This is an optimization exercise on Yosys and OpenROAD, whose aim is small area and a short achievable clock period, not a production implementation. Function was checked by simulation only, so behaviour that the tests miss may differ from the original. No activity file was given, so power comes from the tool's default toggle rates.

[flow/design.v]
module trail_core (
    input  wire        clk,
    input  wire        rst,
    input  wire [7:0]  cfg_filt_n,
    input  wire [1:0]  cfg_decode,    
    input  wire        cfg_invert,
    input  wire [4:0]  cfg_pint,      
    input  wire [23:0] cfg_still,     
    input  wire        enc_a,
    input  wire        enc_b,
    input  wire        preset,        
    input  wire [55:0] preset_val,
    output wire [63:0] pos,
    output wire [31:0] spd,
    output wire [1:0]  spd_state,     
    output wire        speed_valid,
    output wire        dir,           
    output wire        illegal,       
    output wire [15:0] illegal_cnt
);
    localparam [1:0] ST_STILL    = 2'd0;
    localparam [1:0] ST_STARTING = 2'd1;
    localparam [1:0] ST_RUNNING  = 2'd2;
    localparam [1:0] ST_REVERSED = 2'd3;
    localparam [1:0] OP_HOLD  = 2'd0;
    localparam [1:0] OP_ZERO  = 2'd1;
    localparam [1:0] OP_MEAS  = 2'd2;
    localparam [1:0] OP_DECAY = 2'd3;
    localparam [23:0] DT_MAX = 24'hffffff;
    integer h, i, j;
    reg [7:0] nm1;        
    reg [1:0] dec;
    reg       inv;
    reg [4:0] pint;
    always @(posedge clk) begin
        nm1  <= (cfg_filt_n < 8'd2) ? 8'd1 : cfg_filt_n - 8'd1;
        dec  <= cfg_decode;
        inv  <= cfg_invert;
        pint <= (cfg_pint == 5'd0) ? 5'd1 : (cfg_pint > 5'd16) ? 5'd16 : cfg_pint;
    end
    wire [23:0] still_n = (cfg_still == 24'd0) ? 24'd1 : cfg_still;
    reg       fa, fb;
    reg [7:0] ca, cb;
    wire rdy_a = (ca >= nm1);
    wire rdy_b = (cb >= nm1);
    wire da = enc_a ^ fa;
    wire db = enc_b ^ fb;
    wire ea = da & rdy_a;
    wire eb = db & rdy_b;
    always @(posedge clk) begin
        if (rst) begin
            fa <= 1'b0;
            fb <= 1'b0;
            ca <= 8'd0;
            cb <= 8'd0;
        end else begin
            ca <= (da && !rdy_a) ? ca + 8'd1 : 8'd0;
            cb <= (db && !rdy_b) ? cb + 8'd1 : 8'd0;
            if (ea) fa <= enc_a;
            if (eb) fb <= enc_b;
        end
    end
    wire ok_a  = !dec[1] || !fa;          
    wire ok_b  = (dec == 2'd0);
    wire dir_a = (fa ^ fb) ^ inv;
    wire dir_b = !(fa ^ fb) ^ inv;
    wire is_ill = ea && eb;
    wire cev    = (ea && !eb && ok_a) || (eb && !ea && ok_b);
    wire ev_dir = ea ? dir_a : dir_b;
    reg  [23:0] dt;
    wire        dt_sat = (dt == DT_MAX);
    wire [23:0] s_next = dt_sat ? DT_MAX : dt + 24'd1;
    wire        dt_rst = preset || cev;
    always @(posedge clk) begin
        if (rst)         dt <= 24'd0;
        else if (dt_rst) dt <= 24'd0;
        else             dt <= s_next;
    end
    reg [31:0] now;
    reg [31:0] hist [0:15];       
    reg [4:0]  nint;
    reg [1:0]  state;
    reg        sdir_ok, sdir;
    reg [23:0] last_int;
    reg [23:0] idle_rem;          
    wire [4:0] nint_next = (nint == 5'd16) ? 5'd16 : nint + 5'd1;
    wire [4:0] k         = (nint_next < pint) ? nint_next : pint;
    wire [31:0] span     = now - hist[k - 5'd1];
    wire same    = (ev_dir == sdir);
    wire st_new  = (state == ST_STILL) || (state == ST_STARTING && !sdir_ok);
    wire e_meas  = !st_new && same;
    wire e_hold  = (state == ST_STARTING && !sdir_ok) || (state == ST_REVERSED && !same);
    wire timeout = (state != ST_STILL) && (idle_rem <= 24'd1);
    wire decay   = (s_next > last_int);
    reg [1:0] op;
    always @(*) begin
        if (is_ill)       op = OP_ZERO;
        else if (cev)     op = e_meas ? OP_MEAS : e_hold ? OP_HOLD : OP_ZERO;
        else if (timeout) op = OP_ZERO;
        else if (decay)   op = OP_DECAY;
        else              op = OP_HOLD;
    end
    always @(posedge clk) begin
        now <= now + 32'd1;
        if (cev) begin
            for (h = 15; h > 0; h = h - 1)
                hist[h] <= hist[h-1];
            hist[0] <= now;
        end
    end
    always @(posedge clk) begin
        if (rst) begin
            state <= ST_STILL;
        end else if (is_ill) begin
            state    <= ST_STARTING;
            sdir_ok  <= 1'b0;
            idle_rem <= still_n;
        end else if (cev) begin
            state    <= st_new ? ST_STARTING : same ? ST_RUNNING : ST_REVERSED;
            sdir_ok  <= 1'b1;
            sdir     <= ev_dir;
            nint     <= e_meas ? nint_next : 5'd0;
            last_int <= s_next;
            idle_rem <= still_n;
        end else begin
            if (idle_rem != 24'd0) idle_rem <= idle_rem - 24'd1;
            if (timeout) state <= ST_STILL;
        end
    end
    reg [1:0]  a_op;
    reg        a_sgn;
    reg [31:0] a_d;
    reg [3:0]  a_k;               
    always @(posedge clk) begin
        if (rst) a_op <= OP_HOLD;
        else     a_op <= op;
        a_sgn <= ev_dir;
        a_d   <= cev ? span : {8'd0, s_next};
        a_k   <= cev ? k[3:0] - 4'd1 : 4'd0;
    end
    reg [24:0] a_nh;
    reg [5:0]  a_slim;
    always @(*) begin
        case (a_k)
            4'd0: a_nh = 25'd1953125;
            4'd1: a_nh = 25'd3906250;
            4'd2: a_nh = 25'd5859375;
            4'd3: a_nh = 25'd7812500;
            4'd4: a_nh = 25'd9765625;
            4'd5: a_nh = 25'd11718750;
            4'd6: a_nh = 25'd13671875;
            4'd7: a_nh = 25'd15625000;
            4'd8: a_nh = 25'd17578125;
            4'd9: a_nh = 25'd19531250;
            4'd10: a_nh = 25'd21484375;
            4'd11: a_nh = 25'd23437500;
            4'd12: a_nh = 25'd25390625;
            4'd13: a_nh = 25'd27343750;
            4'd14: a_nh = 25'd29296875;
            default: a_nh = 25'd31250000;
        endcase
        case (a_k)
            4'd0:  a_slim = 6'd3;
            4'd1:  a_slim = 6'd7;
            4'd2:  a_slim = 6'd11;
            4'd3:  a_slim = 6'd14;
            4'd4:  a_slim = 6'd18;
            4'd5:  a_slim = 6'd22;
            4'd6:  a_slim = 6'd26;
            4'd7:  a_slim = 6'd29;
            4'd8:  a_slim = 6'd33;
            4'd9:  a_slim = 6'd37;
            4'd10: a_slim = 6'd40;
            4'd11: a_slim = 6'd44;
            4'd12: a_slim = 6'd48;
            4'd13: a_slim = 6'd52;
            4'd14: a_slim = 6'd55;
            default: a_slim = 6'd59;
        endcase
    end
    wire a_sat = (a_d[31:6] == 26'd0) && (a_d[5:0] <= a_slim);
    wire [36:0] rr [0:31];        
    wire [30:0] qq;
    reg [1:0]  b_op;
    reg        b_sgn, b_sat;
    reg [31:0] b_d;
    reg [36:12] b_r;
    reg [30:16] b_q;
    reg [1:0]  c_op;
    reg        c_sgn, c_sat;
    reg [31:0] c_d;
    reg [36:7] c_r;
    reg [30:7] c_q;
    assign rr[31] = {a_nh, 12'd0};
    genvar gi;
    generate
        for (gi = 30; gi >= 0; gi = gi - 1) begin : row
            localparam integer W = (gi <= 4) ? 33 : 37 - gi;
            wire [36:0] rin = (gi == 15) ? {b_r, 12'd0} :
                              (gi == 6)  ? {c_r, 7'd0}  : rr[gi + 1];
            wire [31:0] dv  = (gi >= 16) ? a_d : (gi >= 7) ? b_d : c_d;
            wire [W-1:0] dw;
            wire         hz;
            if (W == 33) begin : wide
                assign dw = {1'b0, dv};
                assign hz = 1'b1;
            end else if (W == 32) begin : full
                assign dw = dv;
                assign hz = 1'b1;
            end else begin : narrow
                assign dw = dv[W-1:0];
                assign hz = ~|dv[31:W];
            end
            wire [W-1:0] y;
            wire         nb;
            trail_divrow #(.W(W)) u (.x(rin[gi +: W]), .d(dw), .nb(nb), .y(y));
            wire take = hz & nb;
            assign qq[gi] = take;
            if (gi + W < 37) begin : hi
                assign rr[gi][36:gi + W] = rin[36:gi + W];
            end
            assign rr[gi][gi + W - 1:gi] = take ? y : rin[gi + W - 1:gi];
            if (gi > 0) begin : lo
                assign rr[gi][gi - 1:0] = rin[gi - 1:0];
            end
        end
    endgenerate
    always @(posedge clk) begin
        if (rst) b_op <= OP_HOLD;
        else     b_op <= a_op;
        b_sgn <= a_sgn;
        b_sat <= a_sat;
        b_d   <= a_d;
        b_r   <= rr[16][36:12];
        b_q   <= qq[30:16];
    end
    always @(posedge clk) begin
        if (rst) c_op <= OP_HOLD;
        else     c_op <= b_op;
        c_sgn <= b_sgn;
        c_sat <= b_sat;
        c_d   <= b_d;
        c_r   <= rr[7][36:7];
        c_q   <= {b_q, qq[15:7]};
    end
    wire [1:0]  q_op  = c_op;
    wire        q_sgn = c_sgn;
    wire [30:0] q_q   = c_sat ? 31'h7fffffff : {c_q, qq[6:0]};
    reg        x_s;
    reg [30:0] x_m;
    reg        x_ch;              
    reg        xs_n;
    reg [30:0] xm_n;
    always @(*) begin
        xs_n = x_s;
        xm_n = x_m;
        case (q_op)
            OP_ZERO:  begin xs_n = 1'b0;  xm_n = 31'd0; end
            OP_MEAS:  begin xs_n = !q_sgn; xm_n = q_q;  end
            OP_DECAY: if (q_q < x_m) xm_n = q_q;
            default: ;
        endcase
    end
    reg [31:0] spd_r;
    always @(posedge clk) begin
        if (rst) begin
            x_s   <= 1'b0;
            x_m   <= 31'd0;
            x_ch  <= 1'b0;
            spd_r <= 32'd0;
        end else begin
            x_s   <= xs_n;
            x_m   <= xm_n;
            x_ch  <= (xm_n != x_m);
            spd_r <= x_s ? -{1'b0, x_m} : {1'b0, x_m};
        end
    end
    reg [1:0] state_d [0:3];
    always @(posedge clk) begin
        if (rst) begin
            for (h = 0; h < 4; h = h + 1)
                state_d[h] <= ST_STILL;
        end else begin
            state_d[0] <= state;
            for (h = 1; h < 4; h = h + 1)
                state_d[h] <= state_d[h-1];
        end
    end
    reg [33:0] pacc;
    reg        psat;
    wire [30:0] a = x_m;
    reg [33:0] px, py;
    reg        psat_in;
    always @(*) begin
        psat_in = 1'b0;
        px = 34'd0;
        py = 34'd0;
        if (!x_ch) begin
            psat_in = psat;
            px = pacc;
            py = dt_sat ? 34'd0 : {3'd0, a};
        end else begin
            case (dt)
                24'd0: begin px = 34'd0;          py = {3'd0, a}; end
                24'd1: begin px = {2'd0, a, 1'b0}; py = 34'd0;     end
                24'd2: begin px = {2'd0, a, 1'b0}; py = {3'd0, a}; end
                24'd3: begin px = {1'd0, a, 2'b0}; py = 34'd0;     end
                default: psat_in = (a != 31'd0);
            endcase
        end
    end
    wire [33:0] psum = px + py;
    reg [33:0] pr;
    reg [8:0]  pq;
    always @(*) begin
        pr = psum;
        for (j = 8; j >= 0; j = j - 1) begin
            if (pr >= (34'd31250000 << j)) begin
                pr = pr - (34'd31250000 << j);
                pq[j] = 1'b1;
            end else
                pq[j] = 1'b0;
        end
    end
    wire       psat_n = psat_in || (pq >= 9'd255);
    wire [7:0] trav_n = psat_n ? 8'd255 : pq[7:0];
    always @(posedge clk) begin
        if (rst || dt_rst) begin
            pacc <= 34'd0;
            psat <= 1'b0;
        end else begin
            pacc <= psum;
            psat <= psat_n;
        end
    end
    reg [55:0] pos_hi;
    reg [7:0]  pos_lo;
    reg        pf;
    reg        pdir;
    wire       valid_n = !state_d[2][0];
    wire       tr_nz   = valid_n && (trav_n != 8'd0);
    wire       pf_n    = !pdir && tr_nz;
    wire [55:0] ph_inc = pos_hi + 56'd1;
    wire [55:0] ph_dec = pos_hi - 56'd1;
    always @(posedge clk) begin
        if (rst) begin
            pos_hi <= 56'd0;
            pos_lo <= 8'd0;
            pf     <= 1'b0;
            pdir   <= 1'b1;
        end else if (preset) begin
            pos_hi <= preset_val;
            pos_lo <= 8'd0;
            pf     <= 1'b0;
        end else if (cev) begin
            pdir   <= ev_dir;
            pos_lo <= 8'd0;
            pf     <= 1'b0;
            if (pdir) pos_hi <= ev_dir ? ph_inc : pos_hi;
            else      pos_hi <= ev_dir ? (pf ? ph_inc : pos_hi) : (pf ? pos_hi : ph_dec);
        end else begin
            pf     <= pf_n;
            pos_lo <= !tr_nz ? 8'd0 : pdir ? trav_n : -trav_n;
            if (pf && !pf_n)      pos_hi <= ph_inc;
            else if (!pf && pf_n) pos_hi <= ph_dec;
        end
    end
    reg        ill_q;
    reg [15:0] ill_cnt;
    always @(posedge clk) begin
        if (rst) begin
            ill_q   <= 1'b0;
            ill_cnt <= 16'd0;
        end else begin
            ill_q <= is_ill;
            if (is_ill)
                ill_cnt <= ill_cnt + 16'd1;
        end
    end
    assign pos         = {pos_hi, pos_lo};
    assign spd         = spd_r;
    assign spd_state   = state_d[3];
    assign speed_valid = !state_d[3][0];
    assign dir         = pdir;
    assign illegal     = ill_q;
    assign illegal_cnt = ill_cnt;
endmodule
module trail_divrow #(
    parameter integer W = 33
) (
    input  wire [W-1:0] x,
    input  wire [W-1:0] d,
    output wire         nb,
    output wire [W-1:0] y
);
    wire [W-1:0] g = ~x & d;
    wire [W-1:0] p = ~(x ^ d);
    wire [W:0]   b;
    assign b[0] = 1'b0;
    genvar j;
    generate
        for (j = 0; j < W; j = j + 2) begin : step
            assign b[j+1] = g[j] | (p[j] & b[j]);
            if (j + 1 < W) begin : pair
                assign b[j+2] = g[j+1] | (p[j+1] & g[j]) | (p[j+1] & p[j] & b[j]);
            end
        end
    endgenerate
    assign y  = x ^ d ^ b[W-1:0];
    assign nb = ~b[W];
endmodule
[flow/run.sh]
#!/bin/bash
# synth_recipe.tcl (not shown) runs the flow's synth.tcl, then flattens the netlist and writes it again
# the make line also repeats each setting of config.mk as NAME=value (left out here)
make -C /OpenROAD-flow-scripts/flow DESIGN_CONFIG=/design/flow/config.mk WORK_HOME=/design/flow/orfs CLKGATE_MAP_FILE= SYNTH_SCRIPT=/design/flow/synth_recipe.tcl finish
[flow/constraint.sdc]
create_clock -name core_clock -period 220.0 [get_ports {clk}]
set_input_delay 44.0000 -clock core_clock [delete_from_list [all_inputs] [get_ports {clk}]]
set_output_delay 44.0000 -clock core_clock [all_outputs]
set_load 0.01 [all_outputs]
[flow/config.mk]
export PLATFORM = sky130hd
export DESIGN_NAME = trail_core
export DESIGN_NICKNAME = trail_core
export VERILOG_FILES = /design/flow/design.v
export SDC_FILE = /design/flow/constraint.sdc
export NUM_CORES = 4
export LEC_CHECK = 0
export CAP_MARGIN = 20
export CORE_MARGIN = 2
export CORE_UTILIZATION = 40
export SLEW_MARGIN = 20
==> run_results.csv, run 1 <==
group,metric,value,unit
run_status,status,"timing/DRC/antenna clean",
timing,slew_headroom,27.0,%
clocking,cts_buffer_depth,3,
global_route,grt_max_degree,204,
logic_synthesis,async_reset_ff_share,0,%
layout,layout.nets,10700,
logic_synthesis,yosys-top-cells-count,"nand2_1, ha_1, nor2_1",
layout,area_growth,10.9,%
floorplanning,io_pins,218,
placed_design,dpl.hpwl,196000,µm
placed_design,gp_congestion,0.924,
critical_path,rr_endpoint,"c_r[34]",
timing,fin_setup_tns,0,ns
logic_synthesis,synth_edf_count,567,
logic_synthesis,synth-main-ff-cell,"edfxtp_1",
drt,route.detailed.drc,0,
timing,skew,0.0644,ns
timing,worst_pin_slew,1.10,ns
logic_synthesis,netlist_area,0.0874,mm²
global_route,grt_pass1_vias,70500,
logic_synthesis,yosysTopAreaCell,"edfxtp_1",
clocking,htreeDepth,3,
drt,wl_met2,120000,µm
timing,fmax,19.5,MHz
critical_path,crit_top_cell,"a21o_1",
logic_synthesis,syn_nets,10700,
hold_path,hp-start,"b_q[24]",
floorplanning,core,0.217,mm²
drt,num_vias,72500,
timing,slew_viol_final,0,
power_and_ir_drop,vdd_ir_drop_max,0.00695,mV
placed_design,place.port_buffers,217,
critical_path,crit_required,220.65,ns
critical_path,path_class,"reg2reg",
timing,rsz0062_at_grt,"no",
logic_synthesis,yosys_warnings,3,
logic_synthesis,syn_avg_cell_area,9.25,µm²
power_and_ir_drop,p_leak,41.7,nW
global_route,antenna_found_initial,8,
timing,hold_viol,0,
clocking,path_clk_slew,0.06,ns
floorplanning,rows,171,
layout,drive_gt1_share,7.41,%
drt,met1_length,119000,µm
clocking,cts_sinks,1076,
critical_path,critPathMaxFanout,36,
logic_synthesis,ys_seq_area_share,31.1,%
logic_synthesis,ys_ff_latch,1076,
timing,timing.hold.ws,0.327,ns
timing,setup_viol,0,
logic_synthesis,synth_area_leaders,"edfxtp_1, dfxtp_1, ha_1, fa_1, a21o_1",
global_route,grt_pass1_wl,409000,µm
clocking,insertion_delay,0.79,ns
critical_path,crit_path_start_kind,"flip-flop",
clocking,postCtsResizedCells,0,
drt,wl_met3,14600,µm
floorplanning,die_area,0.222,mm²
floorplanning,chipWidth,471,µm
logic_synthesis,synth_most_common_cell,"nand2_1",
hold_path,hold_end,"c_q[24]",
clocking,hold_buffers,0,
drt,wl,260000,µm
clocking,cts-root-buf,"clkbuf_16",
clocking,cts_buffers,118,
drt,top_layer_used,"met5",
critical_path,reg2regPathDepth,250,
hold_path,hold_depth,0,
global_route,grt_use_total,22.7,%
critical_path,crit_path_end_kind,"flip-flop",
hold_path,hp-class,"reg2reg",
floorplanning,die_h,471,µm
drt,dr.pass1.iters,8,
logic_synthesis,postSynthCellCount,9447,
floorplanning,floorplan.initialDensity,40.3,%
critical_path,rrSetupSlack,168.62,ns
layout,fillers,20600,
power_and_ir_drop,power.density,8.12,mW/mm²
critical_path,cpPeakStageDelay,0.68,ns
timing,min_period,51.38,ns
flow_run,maxCapViolations,0,
timing,finalCritPeriodShare,23.4,%
drt,vias_per_cell,5.82,
clocking,post_cts_buffers,0,
critical_path,cpMaxStageDelayCell,"inv_1",
clocking,cts_tree,"built",
logic_synthesis,yosysTopAreaCellShare,19.5,%
critical_path,timing.rr.start,"b_d[1]",
logic_synthesis,ys_types,146,
drt,drt_iter0_drc,6334,
global_route,grt-ovfl-total,0,
critical_path,cp_data_arrival_time,52.02,ns
drt,drt-wirelength-per-cell,20.9,µm
drt,drtAntennaViolNets,0,
-- critical path: cells and delay by family, from the launching register on --
family	cells	cell delay [ns]
buffers and inverters	17	5.55
and+or+nand+nor	26	3.87
AOI/OAI and AO/OA	191	36.49
DFF	1	0.41
adders and majority gates	13	3.57
muxes	3	1.20
-- kinds of logic after synthesis --
| kind of cell | Yosys count | synth area share, % |
|---|---|---|
| compound gates | 2603 | 20.4 |
| xor+xnor | 645 | 6.52 |
| fa+ha+maj | 1123 | 18.9 |
| buf+inv | 889 | 3.98 |
| flops | 1076 | 31.1 |
| mux | 331 | 4.06 |
| simple gates | 2780 | 15.1 |
-- per-layer routing --
layer,up-vias,track usage (%)
met2,2125,37.1
met5,-,0
met4,8,5.66
li1,34500,-
met1,35500,31.9
met3,352,2.77
-- placed cells by master, fill, tap and decap left out, drive strengths merged, types with 95 or more instances in the layout --
| cell type | Yosys | routed |
|---|---|---|
| a21o | 499 | 499 |
| a21oi | 605 | 605 |
| a221oi | 110 | 110 |
| a22oi | 126 | 126 |
| and2 | 95 | 95 |
| and3 | 100 | 100 |
| buf | 94 | 110 |
| clkbuf | 312 | 155 |
| clkdlybuf4s50 | 0 | 215 |
| dfxtp | 509 | 509 |
| edfxtp | 567 | 567 |
| fa | 325 | 325 |
| ha | 797 | 797 |
| inv | 471 | 480 |
| mux2 | 181 | 181 |
| mux2i | 150 | 150 |
| nand2 | 888 | 888 |
| nand3 | 179 | 179 |
| nand4 | 110 | 110 |
| nor2 | 792 | 792 |
| nor3 | 165 | 165 |
| o21ai | 545 | 545 |
| xnor2 | 427 | 427 |
| xor2 | 218 | 218 |
-- stage by stage --
stage                     instance area, µm²  util (%)  worst slack (ns)  power (W)  instances
after floorplan                        87400         -            159.27   0.000491       9447
after global placement                 92500      42.6            169.09   0.000553      12200
after detailed placement               92500      42.6            168.56   0.000568      12200
after CTS                              96900      44.6            168.49   0.000794      12400
after global routing                   97000      44.7            164.90   0.000852      12400
final                                  97000      44.7            168.62   0.000787      12400
-- area by class of cell --
| type | instances | area [µm²] | area share [%] |
|---|---|---|---|
| inverters | 483 | 1820 | 1.88 |
| diodes | 3 | 7.51 | 0.00774 |
| flip-flops and latches | 1076 | 27200 | 28.1 |
| clock inverters | 71 | 1030 | 1.07 |
| well taps | 2854 | 3570 | 3.68 |
| clock buffers | 155 | 3410 | 3.52 |
| repair buffers | 325 | 3010 | 3.10 |
| multi-input cells | 7482 | 56900 | 58.7 |
-- power by group --
group / total, W / switching (W) / internal, W
Clock: 0.000224 / 0.0000910 / 0.000133
Combinational: 0.000337 / 0.000195 / 0.000142
Sequential: 0.000226 / 0.00000772 / 0.000218
Total: 0.000787 / 0.000294 / 0.000493
-- worst max path at each step --
stage	startpoint	endpoint	slack, ns	depth (start not counted)
final	b_d[1]	c_r[34]	168.62	250
after global routing	a_d[23]	b_r[21]	164.90	239
after CTS	b_d[1]	c_r[24]	168.49	251
after detailed placement	b_d[1]	c_r[24]	168.56	251
after global placement	b_d[0]	c_r[24]	169.09	253
after floorplan	enc_b	a_nh[15]	159.27	10
-- flip-flops by register name (all words and copies together) (netlist names), 30 cells and up --
signal,cells
spd_r,32
b_d,32
c_r,30
now,32
x_m,31
pos_hi,56
c_d,32
hist,512
a_d,32
pacc,34
==> run 2, diff against run 1 <==
--- a/flow/design.v
+++ b/flow/design.v
@@ -69,7 +69,9 @@
     wire ev_dir = ea ? dir_a : dir_b;
     reg  [23:0] dt;
     wire        dt_sat = (dt == DT_MAX);
-    wire [23:0] s_next = dt_sat ? DT_MAX : dt + 24'd1;
+    wire [23:0] dt_inc;
+    trail_add #(.W(24)) u_dt (.a(dt), .b(24'd0), .ci(1'b1), .y(dt_inc));
+    wire [23:0] s_next = dt_sat ? DT_MAX : dt_inc;
     wire        dt_rst = preset || cev;
     always @(posedge clk) begin
         if (rst)         dt <= 24'd0;
@@ -77,7 +79,10 @@
         else             dt <= s_next;
     end
     reg [31:0] now;
-    reg [31:0] hist [0:15];       
+    reg [31:0] hist [0:15];
+    reg        hpend;
+    wire [31:0] now_inc;
+    trail_add #(.W(32)) u_now (.a(now), .b(32'd0), .ci(1'b1), .y(now_inc));
     reg [4:0]  nint;
     reg [1:0]  state;
     reg        sdir_ok, sdir;
@@ -85,13 +90,19 @@
     reg [23:0] idle_rem;          
     wire [4:0] nint_next = (nint == 5'd16) ? 5'd16 : nint + 5'd1;
     wire [4:0] k         = (nint_next < pint) ? nint_next : pint;
-    wire [31:0] span     = now - hist[k - 5'd1];
+    wire [3:0]  kidx     = k[3:0] - 4'd1;
+    wire [3:0]  hidx     = kidx - {3'd0, hpend};
+    wire [31:0] hsel     = (hpend && kidx == 4'd0) ? now : hist[hidx];
+    wire [31:0] span;
+    trail_add #(.W(32)) u_span (.a(now_inc), .b(~hsel), .ci(1'b1), .y(span));
     wire same    = (ev_dir == sdir);
     wire st_new  = (state == ST_STILL) || (state == ST_STARTING && !sdir_ok);
     wire e_meas  = !st_new && same;
     wire e_hold  = (state == ST_STARTING && !sdir_ok) || (state == ST_REVERSED && !same);
     wire timeout = (state != ST_STILL) && (idle_rem <= 24'd1);
     wire decay   = (s_next > last_int);
+    wire [23:0] idle_dec;
+    trail_add #(.W(24)) u_idle (.a(idle_rem), .b(~24'd0), .ci(1'b0), .y(idle_dec));
     reg [1:0] op;
     always @(*) begin
         if (is_ill)       op = OP_ZERO;
@@ -101,8 +112,10 @@
         else              op = OP_HOLD;
     end
     always @(posedge clk) begin
-        now <= now + 32'd1;
-        if (cev) begin
+        now <= now_inc;
+        if (rst) hpend <= 1'b0;
+        else     hpend <= cev;
+        if (hpend) begin
             for (h = 15; h > 0; h = h - 1)
                 hist[h] <= hist[h-1];
             hist[0] <= now;
@@ -123,7 +136,7 @@
             last_int <= s_next;
             idle_rem <= still_n;
         end else begin
-            if (idle_rem != 24'd0) idle_rem <= idle_rem - 24'd1;
+            if (idle_rem != 24'd0) idle_rem <= idle_dec;
             if (timeout) state <= ST_STILL;
         end
     end
@@ -262,6 +275,8 @@
         endcase
     end
     reg [31:0] spd_r;
+    wire [31:0] spd_neg;
+    trail_add #(.W(32)) u_neg (.a(32'd0), .b({1'b1, ~x_m}), .ci(1'b1), .y(spd_neg));
     always @(posedge clk) begin
         if (rst) begin
             x_s   <= 1'b0;
@@ -272,7 +287,7 @@
             x_s   <= xs_n;
             x_m   <= xm_n;
             x_ch  <= (xm_n != x_m);
-            spd_r <= x_s ? -{1'b0, x_m} : {1'b0, x_m};
+            spd_r <= x_s ? spd_neg : {1'b0, x_m};
         end
     end
     reg [1:0] state_d [0:3];
@@ -310,20 +325,30 @@
         end
     end
     wire [33:0] psum = px + py;
-    reg [33:0] pr;
-    reg [8:0]  pq;
-    always @(*) begin
-        pr = psum;
-        for (j = 8; j >= 0; j = j - 1) begin
-            if (pr >= (34'd31250000 << j)) begin
-                pr = pr - (34'd31250000 << j);
-                pq[j] = 1'b1;
-            end else
-                pq[j] = 1'b0;
+    wire [29:0] pd = psum[33:4];
+    wire        p255;
+    trail_krow #(.W(30), .K(30'd498046875)) u_p255 (.x(pd), .nb(p255), .y());
+    wire [29:0] pk [0:8];
+    wire [7:0]  pq;
+    assign pk[8] = pd;
+    genvar gj;
+    generate
+        for (gj = 7; gj >= 0; gj = gj - 1) begin : prow
+            wire [21:0] y;
+            wire        nb;
+            trail_krow #(.W(22), .K(22'd1953125)) u (.x(pk[gj+1][gj +: 22]), .nb(nb), .y(y));
+            assign pq[gj] = nb;
+            if (gj + 22 < 30) begin : hi
+                assign pk[gj][29:gj + 22] = pk[gj+1][29:gj + 22];
+            end
+            assign pk[gj][gj + 21:gj] = nb ? y : pk[gj+1][gj + 21:gj];
+            if (gj > 0) begin : lo
+                assign pk[gj][gj - 1:0] = pk[gj+1][gj - 1:0];
+            end
         end
-    end
-    wire       psat_n = psat_in || (pq >= 9'd255);
-    wire [7:0] trav_n = psat_n ? 8'd255 : pq[7:0];
+    endgenerate
+    wire       psat_n = psat_in || p255;
+    wire [7:0] trav_n = psat_n ? 8'd255 : pq;
     always @(posedge clk) begin
         if (rst || dt_rst) begin
             pacc <= 34'd0;
@@ -340,8 +365,9 @@
     wire       valid_n = !state_d[2][0];
     wire       tr_nz   = valid_n && (trav_n != 8'd0);
     wire       pf_n    = !pdir && tr_nz;
-    wire [55:0] ph_inc = pos_hi + 56'd1;
-    wire [55:0] ph_dec = pos_hi - 56'd1;
+    wire [55:0] ph_inc, ph_dec;
+    trail_add #(.W(56)) u_phi (.a(pos_hi), .b(56'd0),  .ci(1'b1), .y(ph_inc));
+    trail_add #(.W(56)) u_phd (.a(pos_hi), .b(~56'd0), .ci(1'b0), .y(ph_dec));
     always @(posedge clk) begin
         if (rst) begin
             pos_hi <= 56'd0;
@@ -367,6 +393,8 @@
     end
     reg        ill_q;
     reg [15:0] ill_cnt;
+    wire [15:0] ill_inc;
+    trail_add #(.W(16)) u_ill (.a(ill_cnt), .b(16'd0), .ci(1'b1), .y(ill_inc));
     always @(posedge clk) begin
         if (rst) begin
             ill_q   <= 1'b0;
@@ -374,7 +402,7 @@
         end else begin
             ill_q <= is_ill;
             if (is_ill)
-                ill_cnt <= ill_cnt + 16'd1;
+                ill_cnt <= ill_inc;
         end
     end
     assign pos         = {pos_hi, pos_lo};
@@ -409,3 +437,45 @@
     assign y  = x ^ d ^ b[W-1:0];
     assign nb = ~b[W];
 endmodule
+module trail_add #(
+    parameter integer W = 32
+) (
+    input  wire [W-1:0] a,
+    input  wire [W-1:0] b,
+    input  wire         ci,
+    output wire [W-1:0] y
+);
+    wire [W:0] c;
+    assign c[0] = ci;
+    genvar j;
+    generate
+        for (j = 0; j < W; j = j + 1) begin : bt
+            assign y[j]   = a[j] ^ b[j] ^ c[j];
+            assign c[j+1] = (a[j] & b[j]) | (c[j] & (a[j] ^ b[j]));
+        end
+    endgenerate
+endmodule
+module trail_krow #(
+    parameter integer W = 22,
+    parameter [W-1:0] K = 0
+) (
+    input  wire [W-1:0] x,
+    output wire         nb,
+    output wire [W-1:0] y
+);
+    wire [W:0] b;
+    assign b[0] = 1'b0;
+    genvar j;
+    generate
+        for (j = 0; j < W; j = j + 1) begin : bt
+            if (K[j]) begin : one
+                assign y[j]   = ~(x[j] ^ b[j]);
+                assign b[j+1] = ~x[j] | b[j];
+            end else begin : zero
+                assign y[j]   = x[j] ^ b[j];
+                assign b[j+1] = ~x[j] & b[j];
+            end
+        end
+    endgenerate
+    assign nb = ~b[W];
+endmodule
==> run_results.csv, run 2 <==
group,metric,value,unit
placed_design,dpl_cell_area,0.0878,mm²
clocking,cts_tree,"built",
global_route,grt_pass1_wl,361000,µm
timing,skew,0.0721,ns
drt,num_vias,63100,
layout,area_growth,11.1,%
logic_synthesis,async_reset_ff_share,0,%
floorplanning,io_pins,218,
critical_path,crit_path_end_kind,"flip-flop",
power_and_ir_drop,p_leak,41.1,nW
drt,drt-wirelength-per-cell,20.1,µm
logic_synthesis,yosysTopAreaCell,"edfxtp_1",
clocking,cts_sinks,1077,
logic_synthesis,synth_area_leaders,"edfxtp_1, ha_1, dfxtp_1, fa_1, nor2_1",
floorplanning,core,0.205,mm²
timing,hold_viol,0,
placed_design,dpl_worst_slack,169.38,ns
layout,layout.nets,10100,
critical_path,critPathMaxFanout,42,
timing,worst_pin_slew,1.09,ns
layout,drive_gt1_share,7.09,%
global_route,grt-ovfl-total,0,
power_and_ir_drop,power.density,8.79,mW/mm²
drt,drtAntennaViolNets,0,
timing,min_period,51.02,ns
clocking,cts_buffer_depth,3,
placed_design,place.port_buffers,217,
floorplanning,die_h,458,µm
flow_run,maxCapViolations,0,
critical_path,crit_top_cell,"a21o_1",
global_route,grt_pass1_vias,64000,
logic_synthesis,ys_ff_latch,1077,
floorplanning,rows,166,
hold_path,hp-class,"reg2reg",
timing,fin_setup_tns,0,ns
layout,top_register,"hist",
logic_synthesis,syn_avg_cell_area,9.82,µm²
floorplanning,chipWidth,458,µm
timing,slew_headroom,27.4,%
timing,timing.final.ws_setup,168.98,ns
clocking,htreeDepth,3,
layout,fin_cells,11300,
clocking,insertion_delay,0.77,ns
timing,rsz0062_at_grt,"no",
critical_path,cp_data_arrival_time,51.72,ns
drt,wl,227000,µm
layout,largest_reg_flops,512,
drt,vias_per_cell,5.59,
critical_path,cpPeakStageDelay,0.75,ns
clocking,path_clk_slew,0.07,ns
timing,finalCritPeriodShare,23.2,%
clocking,postCtsResizedCells,0,
clocking,cts_buffers,113,
drt,drt_iter0_drc,4348,
power_and_ir_drop,power,0.000806,W
layout,stdcell_area,0.0917,mm²
layout,reg_top3,"hist x512, pos_hi x56, pacc x34",
logic_synthesis,syn_nets,9971,
clocking,post_cts_buffers,0,
drt,dr.pass1.iters,6,
logic_synthesis,ys_types,100,
logic_synthesis,yosysTopAreaCellShare,20.6,%
drt,route.detailed.drc,0,
critical_path,crit_required,220.70,ns
logic_synthesis,yosys_warnings,5,
timing,setup_viol,0,
logic_synthesis,ys_seq_area_share,33.0,%
layout,fillers,19400,
logic_synthesis,netlist_area,0.0825,mm²
logic_synthesis,postSynthCellCount,8398,
placed_design,gp_congestion,0.909,
global_route,antenna_found_initial,6,
clocking,cts-root-buf,"clkbuf_16",
critical_path,cpMaxStageDelayCell,"or4b_1",
logic_synthesis,synth-main-ff-cell,"edfxtp_1",
timing,fmax,19.6,MHz
placed_design,dpl.hpwl,170000,µm
critical_path,path_class,"reg2reg",
global_route,grt_use_total,21.4,%
clocking,hold_buffers,0,
floorplanning,die_area,0.210,mm²
logic_synthesis,synth_edf_count,567,
floorplanning,floorplan.initialDensity,40.3,%
power_and_ir_drop,vdd_ir_drop_max,0.00703,mV
layout,mostFrequentLayoutCells,"ha_1, nor2_1, inv_1, edfxtp_1, dfxtp_1",
placed_design,dp.cells,11100,
layout,layout_commonest_cell,"ha_1",
run_status,status,"timing/DRC/antenna clean",
logic_synthesis,synth_most_common_cell,"ha_1",
logic_synthesis,yosys-top-cells-count,"ha_1, nor2_1, inv_1",
global_route,grt_max_degree,180,
critical_path,crit_path_start_kind,"flip-flop",
timing,slew_viol_final,0,
## run 2: cell count changes in the layout (fill, tap and decap cells not counted), sizes merged, moves of 109 or more
cell	change
inv	+209
ha	+321
xnor2	-197
nand2	-456
a22oi	+109
o21ai	-208
a21o	-207
## run 2: final timing paths
kind,start,endpoint,slack (ns),cells after the start
max,a_d[13],b_r[27],168.98,232
min,a_sgn,b_sgn,0.32,0
max reg2reg,a_d[13],b_r[27],168.98,232
min reg2reg,a_sgn,b_sgn,0.32,0
## run 2: layout make-up
cell class	instances	area, µm²	share of cell area, %
multi-input cells	6288	51600	56.3
flip-flops and latches	1077	27200	29.7
clock inverters	53	599	0.654
repair buffers	335	3090	3.37
inverters	685	2570	2.80
clock buffers	161	3190	3.48
well taps	2688	3360	3.67
diodes	4	10.0	0.0109
## run 2: cells by family (layout without fill, tap and decap cells)
group | Yosys count | count (layout) | synth area share, %
mux | 365 | 365 | 4.74
simple gates | 2005 | 2005 | 11.3
fa+ha+maj | 1472 | 1472 | 25.5
other cells | 0 | 4 | 0
compound gates | 2093 | 2093 | 16.8
flops | 1077 | 1077 | 33.0
buf+inv | 1033 | 1234 | 4.76
xor+xnor | 353 | 353 | 3.76
## run 2: power by group
part           switching, W  leakage [nW]  internal, W
logic              0.000217          30.0     0.000167
clock network     0.0000860          1.84     0.000110
registers        0.00000709          9.27     0.000218
## run 2: routing by layer
layer	share of wire, %	vias up	track usage (%)	wire length [µm]
met5	0	-	0	0
met4	3.4	0	7.46	7830
met1	44	30800	27.7	99500
li1	-	30500	-	-
met3	4.4	306	2.35	9940
met2	48	1393	37.0	110000
## run 2: critical path, delay by kind of cell, from the launching register on
family	cells	cell delay, ns
compound gates	166	31.27
simple gates	24	7.85
fa+ha+maj	21	5.52
buf+inv	15	3.59
mux	6	2.18
flops	1	0.49
## run 2: through the flow
stage	hold slack [ns]	util, %
after floorplan	0.310	-
after global placement	0.312	42.9
after detailed placement	0.312	42.9
after CTS	0.326	44.7
after global routing	0.329	44.8
final	0.324	44.8
==> run 3, diff against run 2 <==
--- a/flow/design.v
+++ b/flow/design.v
@@ -198,7 +198,7 @@
     reg        b_sgn, b_sat;
     reg [31:0] b_d;
     reg [36:12] b_r;
-    reg [30:16] b_q;
+    reg [30:17] b_q;
     reg [1:0]  c_op;
     reg        c_sgn, c_sat;
     reg [31:0] c_d;
@@ -209,9 +209,9 @@
     generate
         for (gi = 30; gi >= 0; gi = gi - 1) begin : row
             localparam integer W = (gi <= 4) ? 33 : 37 - gi;
-            wire [36:0] rin = (gi == 15) ? {b_r, 12'd0} :
+            wire [36:0] rin = (gi == 16) ? {b_r, 12'd0} :
                               (gi == 6)  ? {c_r, 7'd0}  : rr[gi + 1];
-            wire [31:0] dv  = (gi >= 16) ? a_d : (gi >= 7) ? b_d : c_d;
+            wire [31:0] dv  = (gi >= 17) ? a_d : (gi >= 7) ? b_d : c_d;
             wire [W-1:0] dw;
             wire         hz;
             if (W == 33) begin : wide
@@ -244,8 +244,8 @@
         b_sgn <= a_sgn;
         b_sat <= a_sat;
         b_d   <= a_d;
-        b_r   <= rr[16][36:12];
-        b_q   <= qq[30:16];
+        b_r   <= rr[17][36:12];
+        b_q   <= qq[30:17];
     end
     always @(posedge clk) begin
         if (rst) c_op <= OP_HOLD;
@@ -254,7 +254,7 @@
         c_sat <= b_sat;
         c_d   <= b_d;
         c_r   <= rr[7][36:7];
-        c_q   <= {b_q, qq[15:7]};
+        c_q   <= {b_q, qq[16:7]};
     end
     wire [1:0]  q_op  = c_op;
     wire        q_sgn = c_sgn;
--- a/flow/config.mk
+++ b/flow/config.mk
@@ -8,4 +8,5 @@
 export CAP_MARGIN = 20
 export CORE_MARGIN = 2
 export CORE_UTILIZATION = 40
+export CTS_BUF_LIST = sky130_fd_sc_hd__clkbuf_8
 export SLEW_MARGIN = 20
==> run_results.csv, run 3 <==
group,metric,value,unit
layout,area_growth,11.9,%
drt,num_vias,63500,
logic_synthesis,synth_most_common_cell,"ha_1",
hold_path,hp-class,"reg2reg",
critical_path,rr_endpoint,"b_r[35]",
timing,timing.hold.ws,0.301,ns
critical_path,crit_path_start_kind,"flip-flop",
critical_path,path_class,"reg2reg",
layout,layout_commonest_cell,"ha_1",
placed_design,dp.cells,11000,
timing,worst_pin_slew,1.19,ns
drt,drt-wirelength-per-cell,19.9,µm
drt,wl,227000,µm
placed_design,gp_congestion,0.904,
drt,top_layer_used,"met5",
floorplanning,die_h,458,µm
layout,drive_gt1_share,8.62,%
global_route,grt-ovfl-total,0,
drt,dr.pass1.iters,6,
floorplanning,die_area,0.210,mm²
clocking,htreeDepth,4,
global_route,grt_pass1_vias,64000,
layout,mostFrequentLayoutCells,"ha_1, nor2_1, inv_1, edfxtp_1, a21oi_1",
timing,fin_setup_tns,0,ns
layout,layout.nets,10100,
logic_synthesis,yosys_warnings,5,
placed_design,dpl.hpwl,171000,µm
timing,slew_headroom,21.0,%
timing,min_period,47.32,ns
critical_path,startpoint,"a_d[0]",
critical_path,crit_family,"compound AO/OA/AOI/OAI gates",
drt,wl_met2,112000,µm
logic_synthesis,synth_edf_count,567,
critical_path,critPathMaxFanout,25,
clocking,hold_buffers,0,
placed_design,dpl_worst_slack,171.87,ns
drt,drt_iter0_drc,4143,
run_status,status,"timing/DRC/antenna clean",
logic_synthesis,synth_area_leaders,"edfxtp_1, ha_1, dfxtp_1, fa_1, nor2_1",
global_route,grt_pass1_wl,360000,µm
logic_synthesis,syn_avg_cell_area,9.89,µm²
clocking,post_cts_buffers,0,
floorplanning,floorplan.initialDensity,40.3,%
drt,met1_length,97800,µm
flow_run,maxCapViolations,0,
layout,top_register,"hist",
global_route,grt_max_degree,194,
floorplanning,chipWidth,458,µm
global_route,antenna_found_initial,17,
critical_path,timing.rr.start,"a_d[0]",
timing,rsz0062_at_grt,"no",
power_and_ir_drop,power,0.000812,W
logic_synthesis,yosysTopAreaCell,"edfxtp_1",
logic_synthesis,ys_ff_latch,1076,
critical_path,reg2regPathDepth,208,
logic_synthesis,yosys-top-cells-count,"ha_1, nor2_1, inv_1",
layout,fin_cells,11400,
power_and_ir_drop,p_leak,41.5,nW
critical_path,cp_data_arrival_time,48.12,ns
critical_path,path_buf_inv,11,
critical_path,cpPeakStageDelay,0.62,ns
logic_synthesis,ys_types,103,
clocking,cts_buffers,189,
floorplanning,core,0.205,mm²
hold_path,hold_depth,0,
timing,finalCritPeriodShare,21.5,%
timing,setup_viol,0,
global_route,grt_use_total,21.4,%
critical_path,crit_required,220.79,ns
layout,multi_input_area,0.0517,mm²
clocking,cts_buffer_depth,3,
logic_synthesis,ys_seq_area_share,33.0,%
drt,drtAntennaViolNets,0,
logic_synthesis,yosysTopAreaCellShare,20.7,%
hold_path,hp-start,"b_q[20]",
critical_path,crit_path_end_kind,"flip-flop",
clocking,cts_tree,"built",
logic_synthesis,netlist_area,0.0824,mm²
floorplanning,io_pins,218,
layout,reg_top3,"hist x512, pos_hi x56, pacc x34",
floorplanning,rows,166,
placed_design,place.port_buffers,217,
logic_synthesis,synth-main-ff-cell,"edfxtp_1",
logic_synthesis,syn_nets,9906,
timing,timing.final.ws_setup,172.68,ns
drt,vias_per_cell,5.57,
clocking,insertion_delay,0.99,ns
drt,route.detailed.drc,0,
clocking,postCtsResizedCells,0,
power_and_ir_drop,vdd_ir_drop_max,0.00645,mV
power_and_ir_drop,power.density,8.81,mW/mm²
critical_path,crit_top_cell,"a21o_1",
logic_synthesis,async_reset_ff_share,0,%
layout,fillers,19200,
layout,largest_reg_flops,512,
critical_path,rrSetupSlack,172.68,ns
timing,hold_viol,0,
timing,fmax,21.1,MHz
timing,slew_viol_final,0,
clocking,path_clk_slew,0.06,ns
drt,wl_met3,12600,µm
clocking,cts-root-buf,"clkbuf_8",
timing,skew,0.0887,ns
critical_path,cpMaxStageDelayCell,"inv_1",
hold_path,hold_end,"c_q[20]",
logic_synthesis,postSynthCellCount,8333,
layout,ff_latch_area,0.0272,mm²
clocking,cts_sinks,1076,
[run 3: layout make-up]
| cell class | count | area share, % |
|---|---|---|
| multi-input cells | 6265 | 56.1 |
| flip-flops and latches | 1076 | 29.5 |
| well taps | 2688 | 3.65 |
| repair buffers | 332 | 3.37 |
| clock buffers | 221 | 3.30 |
| inverters | 668 | 2.72 |
| clock inverters | 135 | 1.28 |
| diodes | 16 | 0.0434 |
[run 3: worst max-delay path by stage]
stage,depth (start not counted),to,slack [ns]
global placement,11,idle_rem[18],172.00
floorplan,11,idle_rem[0],172.68
global route,208,b_r[35],167.98
detailed placement,12,pos_hi[23],171.87
finish,208,b_r[35],172.68
CTS,208,b_r[35],172.84
[run 3: per-stage QoR]
step | instance area (µm²) | utilization (%)
4_1_cts | 92000 | 45.0
5_1_grt | 92100 | 45.0
2_1_floorplan | 82400 | -
3_3_place_gp | 87800 | 42.9
6_report | 92200 | 45.0
3_5_place_dp | 87800 | 42.9
[run 3: kinds of logic (layout without fill, tap and decap cells)]
kind of cell / after synthesis / after routing / synth area share [%]
fa+ha+maj: 1472 / 1472 / 25.6
xor+xnor: 352 / 352 / 3.74
compound gates: 2044 / 2044 / 16.6
mux: 426 / 426 / 5.56
flops: 1076 / 1076 / 33.0
other cells: 0 / 16 / 0
buf+inv: 992 / 1356 / 4.59
simple gates: 1971 / 1971 / 10.9
[run 3: routing by layer]
layer,up-vias,global-route usage (%)
li1,30600,-
met1,31000,27.0
met2,1602,37.2
met3,316,3.69
met4,10,6.32
met5,-,0
[run 3: power breakdown]
group	leakage [nW]	total [W]	internal, W	switching (W)
Clock	2.38	0.000203	0.000109	0.0000932
Sequential	9.22	0.000224	0.000218	0.00000619
Combinational	29.9	0.000385	0.000170	0.000215
==> run 4, diff against run 3 <==
--- a/flow/config.mk
+++ b/flow/config.mk
@@ -8,5 +8,4 @@
 export CAP_MARGIN = 20
 export CORE_MARGIN = 2
 export CORE_UTILIZATION = 40
-export CTS_BUF_LIST = sky130_fd_sc_hd__clkbuf_8
 export SLEW_MARGIN = 20
==> run_results.csv, run 4 <==
group,metric,value,unit
run_status,status,"timing/DRC/antenna clean",
critical_path,rrSetupSlack,172.68,ns
timing,skew,0.0838,ns
critical_path,reg2regPathDepth,208,
critical_path,cpMaxStageDelayCell,"inv_1",
logic_synthesis,synth_edf_count,567,
critical_path,rr_endpoint,"b_r[35]",
drt,dr.pass1.iters,8,
critical_path,timing.rr.start,"a_d[0]",
global_route,grt_pass1_vias,63600,
layout,drive_gt1_share,7.70,%
drt,route.detailed.drc,0,
drt,num_vias,63100,
layout,fin_cells,11300,
logic_synthesis,yosysTopAreaCell,"edfxtp_1",
layout,largest_reg_flops,512,
layout,reg_top3,"hist x512, pos_hi x56, pacc x34",
drt,drt_iter0_drc,4146,
logic_synthesis,synth_most_common_cell,"ha_1",
layout,mostFrequentLayoutCells,"ha_1, nor2_1, inv_1, edfxtp_1, a21oi_1",
drt,wl_met2,111000,µm
drt,top_layer_used,"met5",
critical_path,cp_data_arrival_time,47.94,ns
logic_synthesis,yosysTopAreaCellShare,20.7,%
layout,layout_commonest_cell,"ha_1",
clocking,postCtsResizedCells,0,
timing,setup_viol,0,
clocking,hold_buffers,0,
clocking,cts-root-buf,"clkbuf_16",
clocking,cts_tree,"built",
placed_design,gp_congestion,0.904,
layout,layout.nets,10000,
hold_path,hp-class,"reg2reg",
logic_synthesis,yosys_warnings,5,
timing,min_period,47.32,ns
global_route,grt_pass1_wl,358000,µm
global_route,antenna_found_initial,13,
logic_synthesis,synth_area_leaders,"edfxtp_1, ha_1, dfxtp_1, fa_1, nor2_1",
timing,finalCritPeriodShare,21.5,%
logic_synthesis,async_reset_ff_share,0,%
global_route,grt-ovfl-total,0,
placed_design,dp.cells,11000,
logic_synthesis,synth-main-ff-cell,"edfxtp_1",
critical_path,crit_required,220.62,ns
clocking,cts_sinks,1076,
power_and_ir_drop,power.density,8.87,mW/mm²
clocking,path_clk_slew,0.06,ns
logic_synthesis,syn_nets,9906,
flow_run,maxCapViolations,0,
clocking,htreeDepth,3,
floorplanning,die_area,0.210,mm²
critical_path,critPathMaxFanout,25,
logic_synthesis,syn_avg_cell_area,9.89,µm²
placed_design,dpl_worst_slack,171.87,ns
power_and_ir_drop,p_leak,41.1,nW
logic_synthesis,netlist_area,0.0824,mm²
floorplanning,rows,166,
drt,wl_met3,11500,µm
floorplanning,core,0.205,mm²
critical_path,cpPeakStageDelay,0.62,ns
logic_synthesis,yosys-top-cells-count,"ha_1, nor2_1, inv_1",
drt,vias_per_cell,5.60,
timing,hold_viol,0,
clocking,cts_buffer_depth,3,
timing,slew_viol_final,0,
critical_path,path_class,"reg2reg",
timing,slew_headroom,23.5,%
drt,drtAntennaViolNets,0,
critical_path,crit_path_start_kind,"flip-flop",
timing,fin_setup_tns,0,ns
hold_path,hold_depth,0,
logic_synthesis,ys_types,103,
floorplanning,io_pins,218,
placed_design,place.port_buffers,217,
timing,timing.final.ws_setup,172.68,ns
logic_synthesis,ys_ff_latch,1076,
global_route,grt_max_degree,194,
timing,rsz0062_at_grt,"no",
floorplanning,die_h,458,µm
drt,drt-wirelength-per-cell,20.1,µm
floorplanning,chipWidth,458,µm
drt,met1_length,97800,µm
clocking,insertion_delay,0.81,ns
critical_path,crit_top_cell,"a21o_1",
placed_design,dpl.hpwl,171000,µm
hold_path,hp-start,"b_q[20]",
global_route,grt_use_total,21.3,%
critical_path,crit_path_end_kind,"flip-flop",
drt,wl,226000,µm
logic_synthesis,postSynthCellCount,8333,
layout,fillers,19200,
logic_synthesis,ys_seq_area_share,33.0,%
clocking,post_cts_buffers,0,
clocking,cts_buffers,120,
timing,fmax,21.1,MHz
power_and_ir_drop,vdd_ir_drop_max,0.00735,mV
floorplanning,floorplan.initialDensity,40.3,%
hold_path,hold_end,"c_q[20]",
layout,area_growth,11.7,%
timing,worst_pin_slew,1.14,ns
layout,top_register,"hist",
run 4: cell types whose count changed in the layout (fill, tap and decap cells not counted), moves of 7 or more:
| cell | change |
|---|---|
| clkbuf_8 | -210 |
| clkbuf_16 | +122 |
| inv_1 | -63 |
| clkbuf_1 | +31 |
| clkinv_2 | -11 |
| clkinv_4 | +7 |
| clkinvlp_4 | +7 |
run 4: worst max-delay path: cells and delay by family (launching register included):
kind	cells	cell delay, ns
buffers and inverters	11	3.57
adders and majority gates	23	6.87
muxes	7	2.53
DFF	1	0.29
AOI/OAI and AO/OA	143	28.78
and+or+nand+nor	24	4.99
run 4: report_power, final:
part | total (W) | leakage [nW] | switching (W) | internal, W
logic | 0.000385 | 29.9 | 0.000215 | 0.000170
clock network | 0.000208 | 1.98 | 0.0000887 | 0.000119
registers | 0.000224 | 9.22 | 0.00000621 | 0.000218
run 4: per-layer routing:
metal  track usage [%]  vias up
met5                 0        -
met4              6.08        8
met3              3.21      294
met2              37.3     1449
met1              27.0    30900
li1                  -    30400
run 4: worst max path at each step:
stage,start,endpoint,slack [ns],depth (start not counted)
after floorplan,enc_b,idle_rem[0],172.68,11
after global placement,enc_b,idle_rem[18],172.00,11
after detailed placement,enc_b,pos_hi[23],171.87,12
after CTS,enc_b,pos_hi[23],172.70,12
after global routing,a_d[0],b_r[35],168.01,208
final,a_d[0],b_r[35],172.68,208
run 4: kinds of logic (layout without fill, tap and decap cells):
family | count (synthesis) | in the layout | synth area share [%]
AOI/OAI and AO/OA | 2044 | 2044 | 16.6
xor gates and xnor gates | 352 | 352 | 3.74
adders and majority gates | 1472 | 1472 | 25.6
buffers and inverters | 992 | 1230 | 4.59
DFF | 1076 | 1076 | 33.0
muxes | 426 | 426 | 5.56
other | 0 | 11 | 0
and+or+nand+nor | 1971 | 1971 | 10.9
run 4: final cells by class:
| cell class | count | area, µm² | area share [%] |
|---|---|---|---|
| Antenna cell | 11 | 27.5 | 0.0299 |
| Clock buffer | 164 | 3320 | 3.61 |
| Clock inverter | 66 | 813 | 0.884 |
| Inverter | 668 | 2510 | 2.73 |
| Multi-Input combinational cell | 6265 | 51700 | 56.2 |
| Sequential cell | 1076 | 27200 | 29.6 |
| Tap cell | 2688 | 3360 | 3.65 |
| Timing Repair Buffer | 332 | 3100 | 3.37 |
run 4: through the flow:
| stage | utilization, % | hold WS (ns) | power [W] | cell area [µm²] |
|---|---|---|---|---|
| after global placement | 42.9 | 0.312 | 0.000595 | 87800 |
| after floorplan | - | 0.310 | 0.000523 | 82400 |
| after detailed placement | 42.9 | 0.312 | 0.000611 | 87800 |
| after CTS | 44.9 | 0.316 | 0.000823 | 91900 |
| final | 45.0 | 0.312 | 0.000816 | 92100 |
| after global routing | 45.0 | 0.322 | 0.000885 | 92000 |
==> run 5, diff against run 4 <==
--- a/flow/design.v
+++ b/flow/design.v
@@ -151,46 +151,38 @@
         a_d   <= cev ? span : {8'd0, s_next};
         a_k   <= cev ? k[3:0] - 4'd1 : 4'd0;
     end
-    reg [24:0] a_nh;
-    reg [5:0]  a_slim;
-    always @(*) begin
-        case (a_k)
-            4'd0: a_nh = 25'd1953125;
-            4'd1: a_nh = 25'd3906250;
-            4'd2: a_nh = 25'd5859375;
-            4'd3: a_nh = 25'd7812500;
-            4'd4: a_nh = 25'd9765625;
-            4'd5: a_nh = 25'd11718750;
-            4'd6: a_nh = 25'd13671875;
-            4'd7: a_nh = 25'd15625000;
-            4'd8: a_nh = 25'd17578125;
-            4'd9: a_nh = 25'd19531250;
-            4'd10: a_nh = 25'd21484375;
-            4'd11: a_nh = 25'd23437500;
-            4'd12: a_nh = 25'd25390625;
-            4'd13: a_nh = 25'd27343750;
-            4'd14: a_nh = 25'd29296875;
-            default: a_nh = 25'd31250000;
-        endcase
-        case (a_k)
-            4'd0:  a_slim = 6'd3;
-            4'd1:  a_slim = 6'd7;
-            4'd2:  a_slim = 6'd11;
-            4'd3:  a_slim = 6'd14;
-            4'd4:  a_slim = 6'd18;
-            4'd5:  a_slim = 6'd22;
-            4'd6:  a_slim = 6'd26;
-            4'd7:  a_slim = 6'd29;
-            4'd8:  a_slim = 6'd33;
-            4'd9:  a_slim = 6'd37;
-            4'd10: a_slim = 6'd40;
-            4'd11: a_slim = 6'd44;
-            4'd12: a_slim = 6'd48;
-            4'd13: a_slim = 6'd52;
-            4'd14: a_slim = 6'd55;
-            default: a_slim = 6'd59;
-        endcase
-    end
+    wire [24:0] a_nh   = (a_k == 4'd0) ? 25'd1953125 :
+                      (a_k == 4'd1) ? 25'd3906250 :
+                      (a_k == 4'd2) ? 25'd5859375 :
+                      (a_k == 4'd3) ? 25'd7812500 :
+                      (a_k == 4'd4) ? 25'd9765625 :
+                      (a_k == 4'd5) ? 25'd11718750 :
+                      (a_k == 4'd6) ? 25'd13671875 :
+                      (a_k == 4'd7) ? 25'd15625000 :
+                      (a_k == 4'd8) ? 25'd17578125 :
+                      (a_k == 4'd9) ? 25'd19531250 :
+                      (a_k == 4'd10) ? 25'd21484375 :
+                      (a_k == 4'd11) ? 25'd23437500 :
+                      (a_k == 4'd12) ? 25'd25390625 :
+                      (a_k == 4'd13) ? 25'd27343750 :
+                      (a_k == 4'd14) ? 25'd29296875 :
+                      25'd31250000;
+    wire [5:0]  a_slim = (a_k == 4'd0) ? 6'd3 :
+                      (a_k == 4'd1) ? 6'd7 :
+                      (a_k == 4'd2) ? 6'd11 :
+                      (a_k == 4'd3) ? 6'd14 :
+                      (a_k == 4'd4) ? 6'd18 :
+                      (a_k == 4'd5) ? 6'd22 :
+                      (a_k == 4'd6) ? 6'd26 :
+                      (a_k == 4'd7) ? 6'd29 :
+                      (a_k == 4'd8) ? 6'd33 :
+                      (a_k == 4'd9) ? 6'd37 :
+                      (a_k == 4'd10) ? 6'd40 :
+                      (a_k == 4'd11) ? 6'd44 :
+                      (a_k == 4'd12) ? 6'd48 :
+                      (a_k == 4'd13) ? 6'd52 :
+                      (a_k == 4'd14) ? 6'd55 :
+                      6'd59;
     wire a_sat = (a_d[31:6] == 26'd0) && (a_d[5:0] <= a_slim);
     wire [36:0] rr [0:31];        
     wire [30:0] qq;
==> run_results.csv, run 5 <==
group,metric,value,unit
run_status,status,"timing/DRC/antenna clean",
layout,top_register,"hist",
clocking,cts_sinks,1055,
clocking,cts_tree,"built",
timing,hold_viol,0,
layout,layout_commonest_cell,"ha_1",
critical_path,cpMaxStageDelayCell,"and2_2",
logic_synthesis,ys_ff_latch,1055,
timing,min_period,47.89,ns
critical_path,rr_endpoint,"b_r[29]",
drt,drt-wirelength-per-cell,19.7,µm
drt,vias_per_cell,5.54,
global_route,grt_pass1_wl,342000,µm
drt,dr.pass1.iters,9,
floorplanning,rows,165,
logic_synthesis,syn_nets,9612,
placed_design,dpl_worst_slack,171.36,ns
timing,setup_viol,0,
global_route,antenna_found_initial,9,
layout,largest_reg_flops,512,
power_and_ir_drop,vdd_ir_drop_max,0.00729,mV
floorplanning,io_pins,218,
critical_path,crit_required,220.48,ns
critical_path,rrSetupSlack,173.06,ns
logic_synthesis,synth_most_common_cell,"ha_1",
critical_path,cp_cell_sequence,"clkdlybuf4s50_1 -> xnor2_1 -> or2_2 -> nor2b_1 -> mux2_2 -> nand2_1 -> a21oi_1 -> a31oi_4 -> buf_4 -> and2_2 -> a31oi_2 -> buf_4",
power_and_ir_drop,power.density,8.79,mW/mm²
clocking,htreeDepth,3,
drt,route.detailed.drc,0,
logic_synthesis,yosys_warnings,5,
critical_path,cp_data_arrival_time,48.37,ns
critical_path,worst-path-stages,12,
layout,fillers,18800,
critical_path,crit_family,"simple AND/OR/NAND/NOR gates",
drt,drt_iter0_drc,4000,
floorplanning,chipWidth,454,µm
critical_path,path_class,"in2reg",
logic_synthesis,ys_types,98,
floorplanning,floorplan.initialDensity,40.1,%
logic_synthesis,yosysTopAreaCell,"edfxtp_1",
logic_synthesis,yosys-top-cells-count,"ha_1, nor2_1, inv_1",
logic_synthesis,postSynthCellCount,8047,
drt,num_vias,60600,
floorplanning,die_area,0.206,mm²
global_route,grt-ovfl-total,0,
timing,fmax,20.9,MHz
power_and_ir_drop,power,0.000795,W
logic_synthesis,synth_edf_count,567,
timing,timing.final.ws_setup,172.11,ns
timing,worst_pin_slew,1.19,ns
power_and_ir_drop,p_leak,41.1,nW
logic_synthesis,ys_seq_area_share,33.1,%
logic_synthesis,yosysTopAreaCellShare,21.0,%
timing,slew_viol_final,0,
logic_synthesis,syn_avg_cell_area,10.1,µm²
drt,drtAntennaViolNets,0,
layout,mostFrequentLayoutCells,"ha_1, nor2_1, inv_1, edfxtp_1, dfxtp_1",
clocking,cts-root-buf,"clkbuf_16",
clocking,hold_buffers,0,
logic_synthesis,async_reset_ff_share,0,%
critical_path,critPathMaxFanout,69,
logic_synthesis,netlist_area,0.0810,mm²
layout,area_growth,11.7,%
drt,wl,216000,µm
timing,slew_headroom,20.0,%
critical_path,path_buf_inv,3,
clocking,postCtsResizedCells,0,
flow_run,maxCapViolations,0,
layout,reg_top3,"hist x512, pos_hi x56, pacc x34",
layout,layout.nets,9734,
clocking,path_clk_slew,0.06,ns
critical_path,crit_path_end_kind,"flip-flop",
critical_path,timing.rr.start,"a_k[3]",
critical_path,crit_top_cell,"buf_4",
placed_design,dpl.hpwl,163000,µm
critical_path,crit_path_start_kind,"primary input",
critical_path,startpoint,"enc_b",
timing,timing.hold.ws,0.271,ns
clocking,insertion_delay,0.78,ns
floorplanning,die_h,454,µm
critical_path,reg2regPathDepth,210,
timing,fin_setup_tns,0,ns
layout,drive_gt1_share,8.31,%
logic_synthesis,synth-main-ff-cell,"edfxtp_1",
global_route,grt_max_degree,203,
logic_synthesis,synth_area_leaders,"edfxtp_1, ha_1, dfxtp_1, fa_1, mux2_2",
timing,finalCritPeriodShare,21.8,%
timing,rsz0062_at_grt,"no",
clocking,cts_buffers,112,
critical_path,cpPeakStageDelay,0.89,ns
placed_design,place.port_buffers,217,
floorplanning,core,0.202,mm²
global_route,grt_use_total,20.7,%
clocking,cts_buffer_depth,3,
clocking,post_cts_buffers,0,
hold_path,hp-class,"reg2reg",
global_route,grt_pass1_vias,60700,
timing,skew,0.0776,ns
critical_path,crit_end,"idle_rem[7]",
placed_design,gp_congestion,0.894,
-- run 5: cell families after synthesis --
group / count (synthesis) / share of synthesized area [%]
buffers and inverters: 989 / 4.62
and+or+nand+nor: 1794 / 10.2
adders and majority gates: 1466 / 25.9
AOI/OAI and AO/OA: 1868 / 15.5
DFF: 1055 / 33.1
muxes: 511 / 6.75
xor gates and xnor gates: 364 / 3.94
-- run 5: metrics by stage --
stage | area [µm²] | util, % | instances
6_report | 90400 | 44.8 | 10900
5_1_grt | 90400 | 44.8 | 10900
4_1_cts | 90400 | 44.8 | 10900
3_5_place_dp | 86300 | 42.8 | 10700
3_3_place_gp | 86300 | 42.8 | 10700
2_1_floorplan | 81000 | - | 8047
-- run 5: worst min path at each step --
| stage | startpoint | to | depth (start not counted) |
|---|---|---|---|
| final | b_q[30] | c_q[30] | 0 |
| after global routing | b_q[27] | c_q[27] | 0 |
| after CTS | b_q[30] | c_q[30] | 0 |
| after detailed placement | b_q[30] | c_q[30] | 0 |
| after global placement | b_q[28] | c_q[28] | 0 |
| after floorplan | a_sgn | b_sgn | 0 |
-- run 5: area by class of cell --
type                            count  area (µm²)  area share, %
Antenna cell                        7        17.5         0.0194
Clock buffer                      153        3200           3.54
Clock inverter                     58         818          0.905
Inverter                          675        2530           2.80
Multi-Input combinational cell   6003       50700           56.0
Sequential cell                  1055       26800           29.6
Tap cell                         2672        3340           3.70
Timing Repair Buffer              322        3030           3.35
-- run 5: power breakdown --
group          leakage [nW]  internal, W  switching (W)
Clock                  1.95     0.000119      0.0000847
Combinational          30.1     0.000165       0.000206
Sequential             9.05     0.000214     0.00000618
-- run 5: per-layer routing --
layer / part of all wire (%) / vias up / global-route usage, %
li1: - / 29200 / -
met1: 44 / 29700 / 27.1
met2: 48 / 1341 / 35.4
met3: 4.0 / 312 / 1.97
met4: 3.6 / 2 / 7.53
met5: 0.0060 / - / 0
==> run 6, diff against run 5 <==
--- a/flow/config.mk
+++ b/flow/config.mk
@@ -7,5 +7,5 @@
 export LEC_CHECK = 0
 export CAP_MARGIN = 20
 export CORE_MARGIN = 2
-export CORE_UTILIZATION = 40
+export CORE_UTILIZATION = 70
 export SLEW_MARGIN = 20
==> run_results.csv, run 6 <==
group,metric,value,unit
drt,drtAntennaViolNets,0,
timing,worst_pin_slew,1.15,ns
timing,rsz0062_at_grt,"no",
hold_path,hold_end,"c_q[30]",
logic_synthesis,async_reset_ff_share,0,%
logic_synthesis,synth_area_leaders,"edfxtp_1, ha_1, dfxtp_1, fa_1, mux2_2",
logic_synthesis,ys_ff_latch,1055,
drt,dr.pass1.iters,8,
layout,fillers,7814,
power_and_ir_drop,intPower,0.000489,W
power_and_ir_drop,pwr-share-seq,28.0,%
critical_path,crit_top_cell,"buf_4",
timing,finalCritPeriodShare,21.7,%
logic_synthesis,yosys_warnings,5,
flow_run,maxCapViolations,0,
timing,min_period,47.84,ns
critical_path,reg2regPathDepth,213,
clocking,cts_tree,"built",
clocking,htreeDepth,3,
logic_synthesis,yosys-top-cells-count,"ha_1, nor2_1, inv_1",
timing,slew_viol_final,0,
layout,layout_commonest_cell,"ha_1",
floorplanning,die_area,0.118,mm²
critical_path,crit_required,220.41,ns
global_route,grt_max_degree,189,
drt,drt_iter0_drc,5159,
logic_synthesis,ys_types,98,
drt,num_vias,62100,
timing,fin_setup_tns,0,ns
timing,skew,0.0568,ns
critical_path,critPathMaxFanout,69,
logic_synthesis,ys_seq_area_share,33.1,%
drt,vias_per_cell,6.36,
clocking,postCtsResizedCells,0,
critical_path,cpMaxStageDelayCell,"and2_2",
power_and_ir_drop,vdd_ir_drop_max,0.00989,mV
critical_path,crit_path_start_kind,"primary input",
layout,reg_top3,"hist x512, pos_hi x56, pacc x34",
layout,largest_reg_flops,512,
floorplanning,io_pins,218,
clocking,post_cts_buffers,0,
logic_synthesis,synth-main-ff-cell,"edfxtp_1",
placed_design,dpl_worst_slack,171.53,ns
clocking,cts_buffers,107,
power_and_ir_drop,p_comb_share,47.6,%
logic_synthesis,syn_nets,9612,
global_route,grt_pass1_vias,61400,
critical_path,cp_cell_sequence,"clkdlybuf4s50_1 -> xnor2_1 -> or2_2 -> nor2b_1 -> mux2_2 -> nand2_1 -> a21oi_1 -> a31oi_4 -> buf_4 -> and2_2 -> a31oi_2 -> buf_4",
global_route,antenna_found_initial,16,
logic_synthesis,yosysTopAreaCell,"edfxtp_1",
global_route,grt_use_total,35.4,%
clocking,cts-root-buf,"clkbuf_16",
placed_design,place.port_buffers,217,
run_status,status,"timing/DRC/antenna clean",
critical_path,path_class,"in2reg",
floorplanning,die_h,344,µm
clocking,cts_buffer_depth,3,
floorplanning,floorplan.initialDensity,70.7,%
critical_path,cpPeakStageDelay,0.87,ns
critical_path,rr_endpoint,"b_r[29]",
timing,timing.final.ws_setup,172.16,ns
layout,area_growth,9.44,%
logic_synthesis,synth_edf_count,567,
power_and_ir_drop,switching_share,38.0,%
global_route,grt_pass1_wl,333000,µm
layout,top_register,"hist",
critical_path,timing.rr.start,"a_k[3]",
critical_path,crit_path_end_kind,"flip-flop",
floorplanning,rows,124,
placed_design,gp_congestion,0.935,
layout,drive_gt1_share,7.95,%
## run 6: cell counts after synthesis
Identical to the previous run, type by type.
## run 6: cell type report
class / count / area, µm² / area share (%)
inverter: 675 / 2530 / 2.86
multi-input combinational: 6003 / 50700 / 57.2
antenna: 10 / 25.0 / 0.0282
sequential: 1055 / 26800 / 30.3
clock buffer: 149 / 2950 / 3.32
clock inverter: 52 / 785 / 0.885
tap: 1512 / 1890 / 2.14
timing repair buffer: 313 / 2920 / 3.30
## run 6: cells by family after synthesis
family          synth area share [%]
buf+inv                         4.62
simple gates                    10.2
flops                           33.1
xor+xnor                        3.94
fa+ha+maj                       25.9
mux                             6.75
compound gates                  15.5
## run 6: power groups by stage
stage / clock network (W) / registers, W / logic (W)
after floorplan: 0 / 0.000223 / 0.000286
after global placement: 0 / 0.000225 / 0.000348
after detailed placement: 0 / 0.000225 / 0.000367
after CTS: 0.000194 / 0.000221 / 0.000372
after global routing: 0.000201 / 0.000222 / 0.000423
final: 0.000192 / 0.000221 / 0.000375
## run 6: critical path, delay by kind of cell
family                    cells  cell delay, ns
buffers and inverters         3            1.41
and+or+nand+nor               4            1.45
AOI/OAI and AO/OA             3            0.81
xor gates and xnor gates      1            0.15
muxes                         1            0.31
## run 6: worst max path at each step
stage | startpoint | endpoint | depth (start not counted)
floorplan | enc_b | idle_rem[0] | 9
global placement | enc_b | idle_rem[10] | 12
detailed placement | enc_b | idle_rem[6] | 12
CTS | enc_b | idle_rem[6] | 12
global route | a_k[3] | b_r[29] | 215
finish | enc_b | idle_rem[4] | 12
## run 6: routing by layer
layer	GRT usage [%]	vias to the layer above	part of all wire (%)
li1	-	29200	-
met1	47.3	30100	41
met2	57.9	2271	47
met3	4.88	505	7.2
met4	15.8	8	4.6
met5	0	-	0.020
## run 6: per-stage QoR
step	instances	hold WS (ns)	instance area (µm²)	util (%)	total power (W)
2_1_floorplan	8047	0.310	81000	-	0.000509
3_3_place_gp	9558	0.310	84800	74.1	0.000573
3_5_place_dp	9558	0.312	84800	74.1	0.000593
4_1_cts	9759	0.312	88600	77.3	0.000787
5_1_grt	9769	0.326	88600	77.4	0.000846
6_report	9769	0.311	88600	77.4	0.000788

Setup slack of run 6, layout unchanged: 172.160 ns with ideal ports, 172.209 ns with driving cells assumed (clock clkbuf_16, inputs buf_2), 171.421 ns with port delays also shifted by the 0.787 ns mid clock arrival.
